Context: an optimization exercise on an open-source flow, tuned for small area, a short achievable clock period and few clock cycles. The choices shown serve that exercise and are no tape-out recipe. No functional check of the RTL was part of any run shown here.

==> flow/design.v (outline; a module is shown in full before it is edited, if it fits) <==
// module crc_channel: 3726 lines
// module crc_ksel0: 8 lines
// module crc_ksel1: 8 lines
// module crc_ksel2: 8 lines
// module crc_ksel3: 8 lines
// module crc_x2: 7 lines
module crc_channel (
    input  wire        clk,
    input  wire        rst,             
    input  wire        cmd_go,
    input  wire [2:0]  cmd_set,
    input  wire        cmd_expect_en,
    input  wire [31:0] cmd_len,
    input  wire [63:0] cmd_exp,
    input  wire        cmd_terminate,
    input  wire        in_valid,
    output wire        in_ready,
    input  wire [63:0] in_data,
    output reg         done,
    output wire [1:0]  state,
    output reg  [7:0]  code,
    output reg         match,
    output reg  [63:0] result
);
  // ...
==> flow/flow/run.sh <==
#!/bin/bash
# The standard layout (standard.sh: standard synthesis, floorplan, placement,
# CTS, routing, finish), with one change: the buffers that buffer_ports puts on
# every input and output port are sky130_fd_sc_hd__buf_2 cells instead of the
# cell buffer_ports picks by itself (clkdlybuf4s50_1, a delay cell).
# make's full output goes to flow_make.log here; each ORFS step also writes its
# own log under orfs/logs/.
set -euo pipefail
bash standard.sh 'BUFFER_PORTS_ARGS=-buffer_cell sky130_fd_sc_hd__buf_2' finish > flow_make.log 2>&1
==> flow/standard.sh <==
#!/bin/bash
# synth_recipe.tcl (not shown) runs the flow's synth.tcl, then flattens the netlist and writes it again
# the make line also repeats each setting of config.mk as NAME=value (left out here)
make -C /OpenROAD-flow-scripts/flow DESIGN_CONFIG=/design/flow/config.mk WORK_HOME=/design/flow/orfs CLKGATE_MAP_FILE= SYNTH_SCRIPT=/design/flow/synth_recipe.tcl "${@:-finish}"
==> flow/config.mk <==
export PLATFORM = sky130hd
export DESIGN_NAME = crc_channel
export DESIGN_NICKNAME = crc_channel
export VERILOG_FILES = /design/flow/design.v
export SDC_FILE = /design/flow/constraint.sdc
export NUM_CORES = 4
export LEC_CHECK = 0
export CAP_MARGIN = 20
export CORE_MARGIN = 2
export CORE_UTILIZATION = 40
export CTS_BUF_LIST = sky130_fd_sc_hd__clkbuf_8
export SLEW_MARGIN = 58
export SYNTH_HIERARCHICAL = 1
==> flow/constraint.sdc <==
create_clock -name core_clock -period 20.0 [get_ports {clk}]
set_input_delay 4.0000 -clock core_clock [delete_from_list [all_inputs] [get_ports {clk}]]
set_output_delay 4.0000 -clock core_clock [all_outputs]
set_load 0.01 [all_outputs]
==> flow_metrics.tcl, run 1 <==
set metrics [dict create \
    drt_first_pass_iters 6 \
    root_buffer "clkbuf_8" \
    areaGrowthSynthToFinish_pct 21.9 \
    finalSetupViolations 0 \
    run_status "timing/DRC/antenna clean" \
    drive_above_1_share_pct 21.2 \
    grt_pass1_vias 29000 \
    synth_top_area_share_pct 47.4 \
    crit_fanout 8 \
    synth_common_cells "xor2_1 (1779), nand2_1 (227), dfxtp_1 (217), xnor2_1 (168), a21oi_1 (141)" \
    hold_end "result[32]" \
    met1Wirelength_um 81200 \
    synth-main-ff-cell "dfxtp_1" \
    fmax_mhz 177 \
    io_buffers 240 \
    viasPerCell 6.02 \
    fin_util_pct 49.0 \
    slew_headroom_pct 52.1 \
    dr.first_iter.drc_count 4627 \
    final_area_mm2 0.0401 \
    path_buf_inv 3 \
    cp_slowest_cell "a311oi_4" \
    final_common_cell "xor2_1" \
    antenna_found_initial 5 \
]
==> run 2, diff against run 1 <==
--- a/flow/design.v
+++ b/flow/design.v
@@ -25,21 +25,20 @@
     reg        rdy_q;       
     reg        valid_q;     
     reg        pend_q;      
     reg        first_q;     
     reg        nb_q;        
     reg [4:0]  sel_q;       
     reg [2:0]  k_q;         
     reg [7:0]  mh_q;        
-    reg [6:0]  mt_q;        
     reg        rj_q;        
     reg        z_q;         
     reg        exp_en_q;
-    reg [63:0] xexp_q;      
+    reg [63:0] exp_q;       
     reg [31:3] rem_q;       
     reg [63:0] rot_q;       
     reg [63:0] crc_q;       
     wire       idle    = !run_q;
     wire       invalid = cmd_set[2] & (cmd_set[1] | cmd_set[0]);
     wire       len0    = (cmd_len == 32'd0);
     wire       start   = idle && cmd_go && !invalid && !len0;
     wire       take    = in_valid && rdy_q;
@@ -72,17 +71,17 @@
     endgenerate
     wire [63:0]  head, tail;
     genvar gj;
     generate
         for (gj = 0; gj < 8; gj = gj + 1) begin : g_win
             assign head[8*gj +: 8] = rot_q[8*gj +: 8] & {8{mh_q[gj]}};
         end
         for (gj = 0; gj < 7; gj = gj + 1) begin : g_tail
-            assign tail[8*gj +: 8] = rot_q[8*gj +: 8] & {8{mt_q[gj]}};
+            assign tail[8*gj +: 8] = rot_q[8*gj +: 8] & {8{!mh_q[gj]}};
         end
     endgenerate
     assign tail[63:56] = 8'h00;
     wire [63:0]  x = head ^ crc_q;
     wire [63:0]  ovf = ({64{sel_q[0] & (k_q == 3'd1)}} & 64'h0000000000FFFFFF) |
                        ({64{sel_q[0] & (k_q == 3'd2)}} & 64'h000000000000FFFF) |
                        ({64{sel_q[0] & (k_q == 3'd3)}} & 64'h00000000000000FF) |
                        ({64{sel_q[1] & (k_q == 3'd1)}} & 64'h0000000000FFFFFF) |
@@ -3625,45 +3624,41 @@
     assign nat[58] = (sel_q[4] & crc_q[2]);
     assign nat[59] = (sel_q[4] & crc_q[3]);
     assign nat[60] = (sel_q[4] & crc_q[4]);
     assign nat[61] = (sel_q[4] & crc_q[5]);
     assign nat[62] = (sel_q[4] & crc_q[6]);
     assign nat[63] = (sel_q[4] & crc_q[7]);
     wire [63:0] xorout  = {32'h0, {24{sel_q[0] | sel_q[1]}}, {8{sel_q[0] | sel_q[1] | sel_q[3]}}};
     wire [63:0] res_new = nat ^ xorout;
-    wire        eq      = (nat == xexp_q);
-    wire [63:0] xo_in  = {32'h0, {24{sel_in[0] | sel_in[1]}}, {8{sel_in[0] | sel_in[1] | sel_in[3]}}};
-    wire [2:0]  kmask = run_q ? k_q : cmd_len[2:0];
+    wire        eq      = (res_new == exp_q);
     reg [7:0]   mask_in;
     always @(*) begin
-        case (kmask)
+        case (cmd_len[2:0])
             3'd0: mask_in = 8'hFF;
             3'd1: mask_in = 8'h80;
             3'd2: mask_in = 8'hC0;
             3'd3: mask_in = 8'hE0;
             3'd4: mask_in = 8'hF0;
             3'd5: mask_in = 8'hF8;
             3'd6: mask_in = 8'hFC;
             default: mask_in = 8'hFE;
         endcase
     end
-    integer i;
     assign in_ready = rdy_q;
     assign state    = {1'b0, st_q};
     always @(posedge clk) begin
         rot_q   <= rot_in;
-        mh_q    <= mask_in;
         valid_q <= take;
         if (idle) begin
             sel_q    <= sel_in;
             k_q      <= cmd_len[2:0];
-            mt_q     <= ~mask_in[6:0];
+            mh_q     <= mask_in;
             exp_en_q <= cmd_expect_en;
-            xexp_q   <= cmd_exp ^ xo_in;
+            exp_q    <= cmd_exp;
             rem_q    <= cmd_len[31:3];
         end else if (proc) begin
             rem_q    <= rem_q - 29'd1;
         end
         if (idle)
             crc_q <= 64'h0;
         else if (proc)
             crc_q <= st_new ^ add_new;
==> run 2 against run 1 <==
Fmax grew 1.5%. Hold slack gained 0.0056 ns. Non-clock buffer count grew 6. First-iteration DRC count grew 16%. Final cell count shrank 0.79%. Global-route usage grew 0.45 points. Synthesized area shrank 0.75%. Sequential cell count shrank 7. Routed wire length shrank 0.31%. Critical path type unchanged. Largest cell class unchanged.
==> flow_metrics.tcl, run 2 <==
set metrics [dict create \
    fp.dieW_um 290 \
    ctsHoldBuffers 0 \
    syn_avg_cell_area_um2 8.92 \
    post_cts_resized 0 \
    path_cells "buf_2, o32ai_4, buf_4, nor3_4, buf_4, buf_4, xnor2_1, a211o_1, o21ai_0, mux2i_1" \
    finalNonFillerCells 5131 \
    drive_above_1_share_pct 21.3 \
    path_delay_family "buffers and inverters" \
    nets 4194 \
    cts.htree.levels 2 \
    setup-tns-final_ns 0 \
    finalWirelength_um 204000 \
    async_reset_ff_share_pct 0 \
    numCtsBuffers 46 \
    synth-seq-cells 316 \
    clock_skew_ns 0.0609 \
    max_stage_delay_ns 0.48 \
    yosysUniqueCellTypes 70 \
    drc_errors 0 \
    synth_seq_area_share_pct 22.7 \
    seq_area_mm2 0.00743 \
    r2r-end "crc_q[0]" \
    wl_per_cell_um 39.8 \
    dp_hpwl_um 160000 \
    grtUsageTotal_pct 47.4 \
    worst_r2r_path_depth 15 \
    grt_pass1_vias 28900 \
    grt.overflow.total 0 \
    drtAntennaViolNets 0 \
    start_util_pct 40.4 \
    antenna_found_initial 8 \
    crit_start "cmd_set[2]" \
    drt_first_pass_iters 9 \
    final.period_utilization_pct 27.8 \
    final_cell_mix "xor2_1 (1544), buf_2 (257), dfxtp_1 (204), buf_4 (201), nand2_1 (200)" \
    dr.first_iter.drc_count 5390 \
    worst_path_most_repeated_cell "buf_4" \
    r2r_start "mh_q[4]" \
    synth-main-ff-cell "dfxtp_1" \
    synth_area_leaders "xor2_1 (47%), dfxtp_1 (13%), edfxtp_1 (10%), xnor2_1 (4.9%), a21oi_1 (3.0%)" \
    preCtsSetupSlack_ns 13.85 \
    placed_cells 5029 \
    viasPerCell 6.07 \
    whs_ns 0.450 \
    netlist_instances 3656 \
    yosysMostFrequentCell "xor2_1" \
    arrival_ns 6.06 \
    setup_ws_ns 14.44 \
    fp.coreArea_mm2 0.0807 \
    root_buffer "clkbuf_8" \
    io_buffers 240 \
    worstSetupEndpoint "rot_q[26]" \
    synth_common_cells "xor2_1 (1754), dfxtp_1 (207), nand2_1 (200), a21oi_1 (194), xnor2_1 (184)" \
    maxSlewViolCount 0 \
    cp_slowest_cell "buf_4" \
    num-fill-cells 7745 \
    cp.depth 10 \
    multi_input_comb_area_mm2 0.0268 \
    final_common_cell "xor2_1" \
    areaGrowthSynthToFinish_pct 22.2 \
    path_class "primary input to flip-flop" \
    std_cell_rows 104 \
    fmax_mhz 180 \
    syn_area_mm2 0.0326 \
    clkLatencyLatePin_ns 0.63 \
    place_congestion 1.13 \
    grt_pass1_wl_um 263000 \
    critPathRequiredTime_ns 20.49 \
    cts_tree "yes" \
    die_area_mm2 0.0839 \
    hp-class "flip-flop to flip-flop" \
    path_buf_inv 4 \
    grt_max_degree 87 \
    die_y_um 290 \
    synth_largest_area_cell "xor2_1" \
    reg2reg_slack_ns 14.60 \
    vias 31100 \
    end_kind "flip-flop" \
    slew_headroom_pct 49.5 \
    ys_warn_count 7 \
    ctsLongestPathBuffers 3 \
    synth_edf_count 109 \
    drv_cap 0 \
    numClockSinks 316 \
    hold_violations 0 \
    crit_fanout 26 \
    io_pins 246 \
    tightest_slew_ns 0.756 \
    post_cts_buffers 0 \
    setup.worst_path.start_class "primary input" \
    rsz0062_at_grt "no" \
    run_status "timing/DRC/antenna clean" \
    finalSetupViolations 0 \
    synth_top_area_share_pct 47.1 \
    fin_crit_ns 5.56 \
    path_clk_slew_ns 0.07 \
]
## run 2: cell types whose count changed after synthesis, sizes merged, moves of 24 or more
cell | previous run | this run
a21oi | 145 | 194
nand3 | 80 | 45
nor2b | 7 | 41
a211oi | 28 | 56
nand2 | 227 | 200
nor3 | 54 | 29
xor2 | 1779 | 1754
mux2 | 61 | 37
## run 2: routing by layer
metal,vias up,track usage (%),share of wire (%)
met4,0,28.6,7.5
met1,15300,61.3,39
li1,12800,-,-
met5,-,0,0
met2,2491,64.6,39
met3,620,20.3,14
## run 2: worst min path at each step
stage                     startpoint    endpoint  slack, ns  cells after the start
after global placement    result[39]  result[39]       0.44                      2
after floorplan              first_q     first_q       0.45                      2
final                     result[57]  result[57]       0.45                      2
after CTS                 result[57]  result[57]       0.45                      2
after global routing      result[57]  result[57]       0.46                      2
after detailed placement  result[57]  result[57]       0.44                      2
## run 2: kinds of logic (layout without fill, tap and decap cells)
logic type / Yosys count / after routing / share of synthesized area [%]
AND/OR/NAND/NOR: 558 / 558 / 8.56
flip-flops: 316 / 316 / 22.7
XOR/XNOR: 1938 / 1938 / 52.0
buffers and inverters: 192 / 594 / 2.39
multiplexers: 123 / 123 / 3.92
adder cells (fa/ha/maj): 1 / 1 / 0.0383
other: 1 / 14 / 0.0115
AO/OA/AOI/OAI: 527 / 527 / 10.3
## run 2: worst reg2reg max path, stage by stage, from the launching register on
cell and delay (ns):
edfxtp_1 0.69, nand2_1 0.16, xnor2_1 0.18, buf_4 0.44, xor2_2 0.45, buf_4 0.41
xor2_2 0.17, buf_4 0.38, xor2_4 0.43, xor2_1 0.50, xor2_1 0.44, xor2_1 0.14
a222oi_1 0.27, nand2_1 0.21, xor2_1 0.21, a211oi_1 0.24
## run 2: final cells by class
class	count	share of cell area [%]
antenna	9	0.0565
clock buffer	60	2.07
clock inverter	26	0.373
inverter	18	0.201
multi-input combinational	3152	67.3
sequential	316	18.6
tap	1060	3.33
timing repair buffer	490	8.04
## run 2: per-module statistics from Yosys, one instance, submodules excluded
| module | cell area, µm² | copies in the design | cells |
|---|---|---|---|
| crc_channel | 17600 | 1 | 1940 |
| crc_ksel0 | 33.8 | 1 | 3 |
| crc_ksel1 | 33.8 | 1 | 3 |
| crc_ksel2 | 33.8 | 1 | 3 |
| crc_ksel3 | 33.8 | 1 | 3 |
| crc_x2 | 8.76 | 1704 | 1 |
## run 2: stage by stage
stage / area [µm²] / util (%)
2_1_floorplan: 32600 / -
3_3_place_gp: 36600 / 45.4
3_5_place_dp: 38600 / 47.9
4_1_cts: 39600 / 49.1
5_1_grt: 39900 / 49.4
6_report: 39900 / 49.4

port drivers added, routing unchanged:
In the flow no input, the clock included, has a driving cell. The finished layouts below were timed again as built, in two steps.
Step 1 sets driving cells, clkbuf_16 on the clock port and buf_2 on the other inputs (assumed; they add their load-dependent delay and slew).
Step 2 times the ports against the registers' clock, not the clock port: input delays grow and output delays shrink by t, the midpoint of the rising clock arrivals with the driver on.
a / b / c = ideal / step 1 / step 2; a / b = the first two.
run | t, ns | setup WS [ns] | worst setup path at the end | worst slew at a driven data input, ns | cell pins on the clock port's net
run 1 | 0.666 | 14.353 / 14.382 / 13.715 | input to register | 0.08 | 1
run 2 | 0.641 | 14.439 / 14.441 / 13.800 | input to register | 0.09 | 1
After both steps setup and hold are still met in every run listed. The setup slack of run 2, which loses most, moves by +0.002 ns with the drivers and by -0.639 ns with both steps.
